From an optimization exercise on the open Yosys and OpenROAD flow, aimed at small area, a short achievable clock period and few clock cycles per item; shortcuts taken in it are not production practice. No functional check of the RTL was part of this run.

==> flow/config.mk <==
export PLATFORM = sky130hd
export DESIGN_NAME = loop_law
export DESIGN_NICKNAME = loop_law
export VERILOG_FILES = /design/flow/design.v
export SDC_FILE = /design/flow/constraint.sdc
export NUM_CORES = 4
export LEC_CHECK = 0
export CAP_MARGIN = 20
export CORE_MARGIN = 2
export CORE_UTILIZATION = 55
export SLEW_MARGIN = 20
==> flow/constraint.sdc <==
create_clock -name core_clock -period 34.0 [get_ports {clk}]
set_input_delay 6.8000 -clock core_clock [delete_from_list [all_inputs] [get_ports {clk}]]
set_output_delay 6.8000 -clock core_clock [all_outputs]
set_load 0.01 [all_outputs]
==> flow/design.v <==
module loop_law_bmul #(
    parameter NA = 16
) (
    input  signed [NA-1:0]  a,
    input         [15:0]    b,
    input         [NA+15:0] c,
    output        [NA+15:0] p
);
    localparam W = NA + 16;
    wire [16:0] bx = {b, 1'b0};
    reg  [W-1:0] acc, k;
    reg          neg, one, two;
    reg  [NA:0]  sel, pp;
    integer j;
    always @(*) begin
        k = {W{1'b0}};
        for (j = 0; j < 8; j = j + 1)
            k = k - ({{(W-1){1'b0}}, 1'b1} << (NA + 2*j));
        acc = c + k;
        for (j = 0; j < 8; j = j + 1) begin
            neg = bx[2*j+2] & ~(bx[2*j+1] & bx[2*j]);
            one = bx[2*j+1] ^ bx[2*j];
            two = (bx[2*j+2] & ~bx[2*j+1] & ~bx[2*j]) | (~bx[2*j+2] & bx[2*j+1] & bx[2*j]);
            sel = two ? {a, 1'b0} : one ? {a[NA-1], a} : {(NA+1){1'b0}};
            pp  = sel ^ {(NA+1){neg}};
            acc = acc + ({{(W-NA-1){1'b0}}, ~pp[NA], pp[NA-1:0]} << (2*j))
                      + ({{(W-1){1'b0}}, neg} << (2*j));
        end
    end
    assign p = acc;
endmodule
module loop_law (
    input                    clk,
    input                    rst,           
    input                    in_valid,
    output                   in_ready,
    input             [3:0]  in_slot,
    input                    in_first,
    input                    in_ref_ext,
    input                    in_deriv_on,
    input             [3:0]  in_out_shift,
    input      signed [15:0] in_r,
    input      signed [15:0] in_y,
    input      signed [15:0] in_u_init,
    input      signed [15:0] in_kp,
    input      signed [15:0] in_ki,
    input      signed [15:0] in_kd,
    input      signed [15:0] in_af,
    input      signed [15:0] in_ff,
    input      signed [15:0] in_u_min,
    input      signed [15:0] in_u_max,
    input             [14:0] in_i_lim,
    output reg               out_valid,
    output reg        [3:0]  out_slot,
    output reg signed [15:0] out_u,
    output reg signed [15:0] out_e,
    output reg               out_sat
);
    assign in_ready = 1'b1;
    reg signed [15:0] st_e [0:15];
    reg signed [15:0] st_d [0:15];
    reg signed [30:0] st_i [0:15];
    reg               v0, v1, v2, v3, v4;
    reg        [3:0]  slot0, slot1, slot2, slot3, slot4;
    reg               first0, first1, first2;
    reg               rx0, don0, don1, don2;
    reg        [3:0]  sh0, s1, s2, s3, s4;
    reg signed [15:0] r0, y0, ui0, kp0, ki0, kd0, af0, ff0, umin0, umax0;
    reg        [14:0] lim0, lim1, lim2, lim3;
    reg signed [15:0] e1, e2, e3, e4;
    reg signed [16:0] de1;
    reg signed [15:0] kp1, ki1, kd1, ff1, ui1, umin1, umax1, umin2, umax2, umin3, umax3;
    reg        [14:0] af1, af2;
    reg signed [32:0] z2;
    reg signed [31:0] p2, di2, di3;
    reg signed [15:0] ff2, ui2;
    reg signed [15:0] drd2;
    reg               same2;
    reg signed [15:0] d3;
    reg signed [32:0] bn3;
    reg signed [33:0] ka3, kb3;
    reg signed [30:0] ird3;
    reg               same3;
    reg signed [33:0] base4;
    reg signed [30:0] inew4;
    reg               clamp4;
    reg signed [15:0] ub4;
    always @(posedge clk) begin
        v0     <= rst ? 1'b0 : in_valid;
        slot0  <= in_slot;
        first0 <= in_first;
        rx0    <= in_ref_ext;
        don0   <= in_deriv_on;
        sh0    <= in_out_shift;
        r0     <= in_r;
        y0     <= in_y;
        ui0    <= in_u_init;
        kp0    <= in_kp;
        ki0    <= in_ki;
        kd0    <= in_kd;
        af0    <= in_af;
        ff0    <= in_ff;
        umin0  <= in_u_min;
        umax0  <= in_u_max;
        lim0   <= in_i_lim;
    end
    wire signed [16:0] rmy_1  = r0 - y0;
    wire signed [15:0] esat_1 = (rmy_1[16] != rmy_1[15]) ? {rmy_1[16], {15{~rmy_1[16]}}} : rmy_1[15:0];
    wire signed [15:0] e_1    = rx0 ? y0 : esat_1;
    wire signed [15:0] ep_1   = first0 ? 16'sd0 : st_e[slot0];
    always @(posedge clk) begin
        if (v0) st_e[slot0] <= e_1;
        v1     <= rst ? 1'b0 : v0;
        slot1  <= slot0;
        s1     <= (sh0 > 4'd8) ? 4'd8 : sh0;
        first1 <= first0;
        don1   <= don0;
        e1     <= e_1;
        de1    <= e_1 - ep_1;
        kp1    <= kp0;
        ki1    <= ki0;
        kd1    <= kd0;
        af1    <= af0[15] ? 15'd0 : af0[14:0];
        ff1    <= ff0;
        ui1    <= ui0;
        umin1  <= umin0;
        umax1  <= umax0;
        lim1   <= lim0;
    end
    wire [32:0] z_2;
    wire [31:0] p_2, di_2;
    loop_law_bmul #(.NA(17)) u_zmul (.a(de1), .b(kd1), .c(33'd0), .p(z_2));
    loop_law_bmul #(.NA(16)) u_pmul (.a(e1),  .b(kp1), .c(32'd0), .p(p_2));
    loop_law_bmul #(.NA(16)) u_imul (.a(e1),  .b(ki1), .c(32'd0), .p(di_2));
    always @(posedge clk) begin
        v2     <= rst ? 1'b0 : v1;
        slot2  <= slot1;
        s2     <= s1;
        first2 <= first1;
        don2   <= don1;
        e2     <= e1;
        z2     <= z_2;
        p2     <= p_2;
        di2    <= di_2;
        af2    <= af1;
        ff2    <= ff1;
        ui2    <= ui1;
        umin2  <= umin1;
        umax2  <= umax1;
        lim2   <= lim1;
        drd2   <= first1 ? 16'sd0 : st_d[slot1];
        same2  <= v2 && (slot2 == slot1) && !first1;
    end
    wire signed [15:0] dp_3 = same2 ? d3 : drd2;
    wire        [33:0] s0_3;
    loop_law_bmul #(.NA(18)) u_dmul (.a({dp_3[15], dp_3[15], dp_3}), .b({1'b0, af2}),
                                     .c({z2[32], z2} + 34'h3FFF), .p(s0_3));
    wire               dcy_3  = ~s0_3[33] & (&s0_3[14:0]);
    wire               dpo_3  = ~s0_3[33] & ((|s0_3[32:30]) | (&s0_3[29:0]));
    wire               dno_3  = s0_3[33] & ~(&s0_3[32:30]);
    wire        [15:0] dl_3   = s0_3[30:15] + {15'd0, dcy_3};
    wire signed [15:0] d_3    = ~don2 ? 16'sd0 : dpo_3 ? 16'sh7FFF : dno_3 ? 16'sh8000 : dl_3;
    wire signed [32:0] bn_3 = p2 + $signed({ff2, 15'd0});
    wire signed [16:0] va_3 = umax2 + 17'sd1;
    wire signed [17:0] ma_3 = {va_3, 1'b0} - 18'sd1;
    wire signed [17:0] mb_3 = {umin2[15], umin2, 1'b0} - 18'sd1;
    wire signed [32:0] ta_3 = ($signed({ma_3, 14'd0}) >>> s2) + $signed({1'b0, va_3[16] | (va_3 == 17'sd0)});
    wire signed [32:0] tb_3 = ($signed({mb_3, 14'd0}) >>> s2) + $signed({1'b0, umin2[15] | (umin2 == 16'sd0)});
    wire signed [31:0] lim_3  = $signed({2'b00, lim2, 15'd0});
    wire signed [31:0] iir_3  = ($signed({ui2, 15'd0}) >>> s2) - $signed({ff2, 15'd0});
    wire signed [30:0] ii_3   = (iir_3 > lim_3)  ? lim_3[30:0] :
                                (iir_3 < -lim_3) ? -lim_3[30:0] : iir_3[30:0];
    always @(posedge clk) begin
        if (v2) st_d[slot2] <= d_3;
        v3     <= rst ? 1'b0 : v2;
        slot3  <= slot2;
        s3     <= s2;
        e3     <= e2;
        d3     <= d_3;
        di3    <= di2;
        bn3    <= bn_3;
        ka3    <= bn_3 - ta_3;
        kb3    <= bn_3 - tb_3;
        lim3   <= lim2;
        umin3  <= umin2;
        umax3  <= umax2;
        ird3   <= first2 ? ii_3 : st_i[slot2];
        same3  <= v3 && (slot3 == slot2) && !first2;
    end
    wire signed [30:0] ip_4  = same3 ? inew4 : ird3;
    wire signed [34:0] d15_4 = $signed({d3, 15'd0});
    wire signed [34:0] lv_4  = $signed({5'd0, lim3, 15'd0});
    wire signed [34:0] sum_4 = ip_4 + di3;
    wire signed [34:0] hs_4  = ip_4 + di3 + ~lv_4;           
    wire signed [34:0] ls_4  = ip_4 + di3 + lv_4;            
    wire signed [34:0] as_4  = ip_4 + di3 + ka3 + d15_4;     
    wire signed [34:0] bs_4  = ip_4 + di3 + kb3 + d15_4;     
    wire signed [34:0] ah_s  = ip_4 + ka3 + d15_4;
    wire signed [34:0] bh_s  = ip_4 + kb3 + d15_4;
    wire signed [34:0] al_s  = lv_4 + ka3 + d15_4;
    wire signed [34:0] an_s  = ka3 + d15_4 - lv_4;
    wire signed [34:0] bl_s  = lv_4 + kb3 + d15_4;
    wire signed [34:0] bn_s  = kb3 + d15_4 - lv_4;
    wire               hi_4  = ~hs_4[34];
    wire               lo_4  = ls_4[34];
    wire               at_4  = hi_4 ? ~al_s[34] : lo_4 ? ~an_s[34] : ~as_4[34];
    wire               bt_4  = hi_4 ?  bl_s[34] : lo_4 ?  bn_s[34] :  bs_4[34];
    wire               dpos_4 = ~di3[31] & (|di3[30:0]);
    wire               dneg_4 = di3[31];
    wire               wind_4 = (at_4 & dpos_4) | (bt_4 & dneg_4);
    wire signed [30:0] inew_4 = wind_4 ? ip_4 : hi_4 ? lv_4[30:0] : lo_4 ? -lv_4[30:0] : sum_4[30:0];
    wire               above_4 = wind_4 ? ~ah_s[34] : at_4;
    wire               below_4 = wind_4 ?  bh_s[34] : bt_4;
    wire signed [34:0] base_4 = bn3 + d15_4;
    always @(posedge clk) begin
        if (v3) st_i[slot3] <= inew_4;
        v4     <= rst ? 1'b0 : v3;
        slot4  <= slot3;
        s4     <= s3;
        e4     <= e3;
        base4  <= base_4[33:0];
        inew4  <= inew_4;
        clamp4 <= above_4 | below_4;
        ub4    <= above_4 ? umax3 : umin3;
    end
    wire signed [34:0] x_5  = base4 + inew4;
    wire signed [34:0] rc_5 = $signed({20'd0, 15'h4000 >> s4}) - $signed({1'b0, x_5[34]});
    wire signed [34:0] m_5  = x_5 + rc_5;
    wire signed [34:0] q_5  = m_5 >>> (4'd15 - s4);
    wire signed [15:0] u_5  = clamp4 ? ub4 : q_5[15:0];
    always @(posedge clk) begin
        out_valid <= rst ? 1'b0 : v4;
        out_slot  <= slot4;
        out_u     <= u_5;
        out_e     <= e4;
        out_sat   <= clamp4;
    end
endmodule
==> flow/run.sh <==
#!/bin/bash
# synth_recipe.tcl (not shown) runs the flow's synth.tcl, then flattens the netlist and writes it again
# the make line also repeats each setting of config.mk as NAME=value (left out here)
make -C /OpenROAD-flow-scripts/flow DESIGN_CONFIG=/design/flow/config.mk WORK_HOME=/design/flow/orfs CLKGATE_MAP_FILE= SYNTH_SCRIPT=/design/flow/synth_recipe.tcl finish
==> run notes <==
## placed cells by master (no fill, tap or decap), types with 53 or more instances in the layout
master | synthesis | routed
a211oi_1 | 63 | 63
mux2_2 | 112 | 112
dfxtp_1 | 1006 | 992
nor3_1 | 149 | 137
ha_1 | 1023 | 1023
o21ai_0 | 486 | 464
and2_1 | 59 | 59
inv_1 | 882 | 882
xnor2_1 | 644 | 641
a21oi_1 | 718 | 711
fa_1 | 528 | 528
nand2b_1 | 84 | 84
nor2_1 | 453 | 441
buf_4 | 4 | 189
clkbuf_16 | 0 | 197
mux4_2 | 335 | 335
mux2i_1 | 136 | 133
nand4_1 | 63 | 63
xor2_1 | 233 | 233
o211ai_1 | 53 | 53
nor2b_1 | 143 | 130
edfxtp_1 | 1008 | 1008
nand3_1 | 230 | 230
nand2_1 | 504 | 504
and3_1 | 375 | 375
a21o_1 | 192 | 192
o21a_1 | 103 | 103
clkdlybuf4s50_1 | 0 | 226
## cell families (layout without fill, tap and decap cells)
family / count (synthesis) / in the layout / synth area share
buffers and inverters: 1365 / 1681 / 0.0429
muxes: 597 / 597 / 0.0856
AOI/OAI and AO/OA: 2076 / 2076 / 0.106
and+or+nand+nor: 2216 / 2216 / 0.0920
adders and majority gates: 1560 / 1560 / 0.194
DFF: 2014 / 2014 / 0.416
other: 1 / 10 / 0.0000310
xor gates and xnor gates: 877 / 877 / 0.0634
## layout make-up
cell class	instances	area [um2]
inverters	890	3340
clock inverters	118	1450
flip-flops and latches	2014	50400
repair buffers	420	3750
fillers	17700	85600
multi-input cells	7327	65800
well taps	2871	3590
diodes	9	22.5
clock buffers	253	5310
## synth_stat cells (26+ instances only)
cell,count
fa_1,528
dfxtp_1,1006
mux4_2,335
nand4_1,63
and3_1,375
xor2_1,233
a31oi_1,45
nor3_1,149
o211ai_1,53
mux2_2,112
a22o_1,38
o21bai_1,46
inv_1,882
edfxtp_1,1008
buf_1,71
a22oi_1,46
or3_1,40
and2_1,59
nor4_1,26
o21ai_0,486
mux2i_1,136
a21o_1,192
nor2_1,453
nand3_1,230
o21a_1,103
o31ai_1,36
a211oi_1,63
xnor2_1,644
ha_1,1023
nor2b_1,143
nand2_1,504
clkbuf_1,390
nand2b_1,84
a21oi_1,718
## critical path: cells and delay by family (launching register included)
family                   cells  cell delay, ns
buffers and inverters        3            1.25
AO/OA/AOI/OAI               11            3.79
XOR/XNOR                     1            0.61
flip-flops                   1            0.31
adder cells (fa/ha/maj)      3            0.96
multiplexers                 2            1.23
AND/OR/NAND/NOR              6            1.58
## metal layers
layer,share of wire,vias up,global-route usage
met5,0.00017,-,0
met4,0.032,10,0.0984
met3,0.081,532,0.0562
met2,0.45,3621,0.503
met1,0.43,41900,0.458
li1,-,38500,-
## sequential cells by signal, summed over array words and instances, names as in the netlist, 17 cells and up
register and flops:
st_e 256, bn3 33, ird3 31, di2 32, de1 17, kb3 34, di3 32, st_i 496
ka3 34, st_d 256, inew4 31, base4 34, p2 32, z2 33
## worst max-delay path by stage
stage,startpoint,to,cells past startpoint
floorplan,base4[0],out_u[15],30
global placement,same3,st_i[4][23],26
detailed placement,same3,st_i[4][23],26
CTS,same3,st_i[3][23],26
global route,same3,st_i[3][23],26
finish,same3,st_i[3][23],26
## through the flow
| step | util | worst slack (ns) | instance area, um2 |
|---|---|---|---|
| floorplan | - | 25.20 | 121000 |
| global placement | 0.578 | 24.22 | 127000 |
| detailed placement | 0.578 | 23.84 | 127000 |
| CTS | 0.609 | 23.74 | 134000 |
| global route | 0.610 | 23.56 | 134000 |
| finish | 0.610 | 23.80 | 134000 |
==> impl_metrics.ini <==
[placement]
place.gp.congestion = 1.04
place.port_buffers = 226
dpl.hpwl_mm = 269
dp_cells = 13500

[logic_synthesis]
synth_edf_count = 1008
synthesis.area_um2 = 121000
ys_types = 100
yosysSeqAreaShare = 0.416
synth_area_per_cell_um2 = 11.3
ys_ff_latch = 2014
synth.area.top_cells = edfxtp_1 (25%), dfxtp_1 (17%), ha_1 (11%), fa_1 (8.7%), mux4_2 (6.2%)
syn_inst = 10700
yosysTopAreaCellShare = 0.250
yosys_warnings = 4
synth_fp_nets = 12400
synthArstFlopShare = 0
synth_area_leader_cell = edfxtp_1
synth-main-ff-cell = edfxtp_1

[detailed_routing]
first_iter_violations = 8196
dr.pass1.iters = 6
ant_nets = 0
vias_per_cell = 6.09
vias = 84600
drc = 0
drt_wl_total_mm = 362
wl_per_cell_um = 26.1

[timing]
hold_violations = 0
rsz0062_at_grt = false
slew_headroom = 0.129
period_needed_ns = 10.20
whs_ns = 0.265
fmax_ghz = 0.0981
tightestPinTransition_ns = 1.29
slew_violations = 0
post-route-period-util = 0.300
setup_viol = 0
clock-skew-final_ns = 0.102
tns_ns = 0

[clock_network]
cts-buffers-inserted = 195
holdBufCountCts = 0
insertion_delay_ns = 0.91
cts-root-buf = clkbuf_16
cts_resized = 0
clk_pin_slew_worst_paths_ns = 0.07
cts.path.max_buffers = 3
clkSinkCount = 2014
cts_tree = built
post_cts_buffers = 0
h-tree-depth = 4

[floorplanning]
ios = 228
placementRows = 172
core_um2 = 219000
die_y_um = 473
die-width_um = 473
die_area_um2 = 224000
start_util = 0.552

[worst_hold_path]
hold_end = ui1[4]
min_from = ui0[4]
worstHoldPathCells = 0
hp-class = reg -> reg

[worst_setup_path]
required_ns = 34.53
r2r-end = st_i[3][23]
crit_fanout = 31
reg2reg_slack_ns = 23.80
cp_slowest_cell = mux2i_2
slowest_delay_ns = 0.78
reg2reg_depth = 26
r2r_start = same3
worst_setup_path_end_kind = flip-flop
critPathArrivalTime_ns = 10.73
startpoint_type = flip-flop
worst-setup-path-type = reg -> reg

[status]
status = timing/DRC/antenna clean

[global_route]
grt_pass1_wl_mm = 537
antenna_found_initial = 26
first_global_vias = 82800
grt_max_degree = 91
overflow = 0
grt_usage = 0.321

[final_layout]
fin_cells = 13900
nNetsFinal = 12600
area_growth_pct = 10.4
drive_gt1_frac = 0.0996

[run]
cap_violations = 0

-- separate check: timing with driven ports --
How much do the figures lean on ideal ports? The routed layout below was timed once more, with nothing changed but the port constraints.
Step 1, drivers: a clkbuf_16 drives clk and a buf_2 each remaining input, both assumed.
Step 2 moves the port delays by t, midway between the first and last clock arrival at a register: inputs arrive t later, outputs are due t later. That takes back most of the time a late clock gives input paths.
Slacks: no drivers / after step 1 / after step 2; pairs: no drivers / after step 1.
shift t [ns]: 0.952
setup slack, ns: 23.804 / 23.804 / 23.804
latest minus earliest clock arrival (ns): 0.103 / 0.104
worst register clock-pin slew, ns: 0.08 / 0.08
After both steps this run still meets setup and hold. The setup slack of this run moves by 0.000 ns with the drivers and by 0.000 ns with both steps.
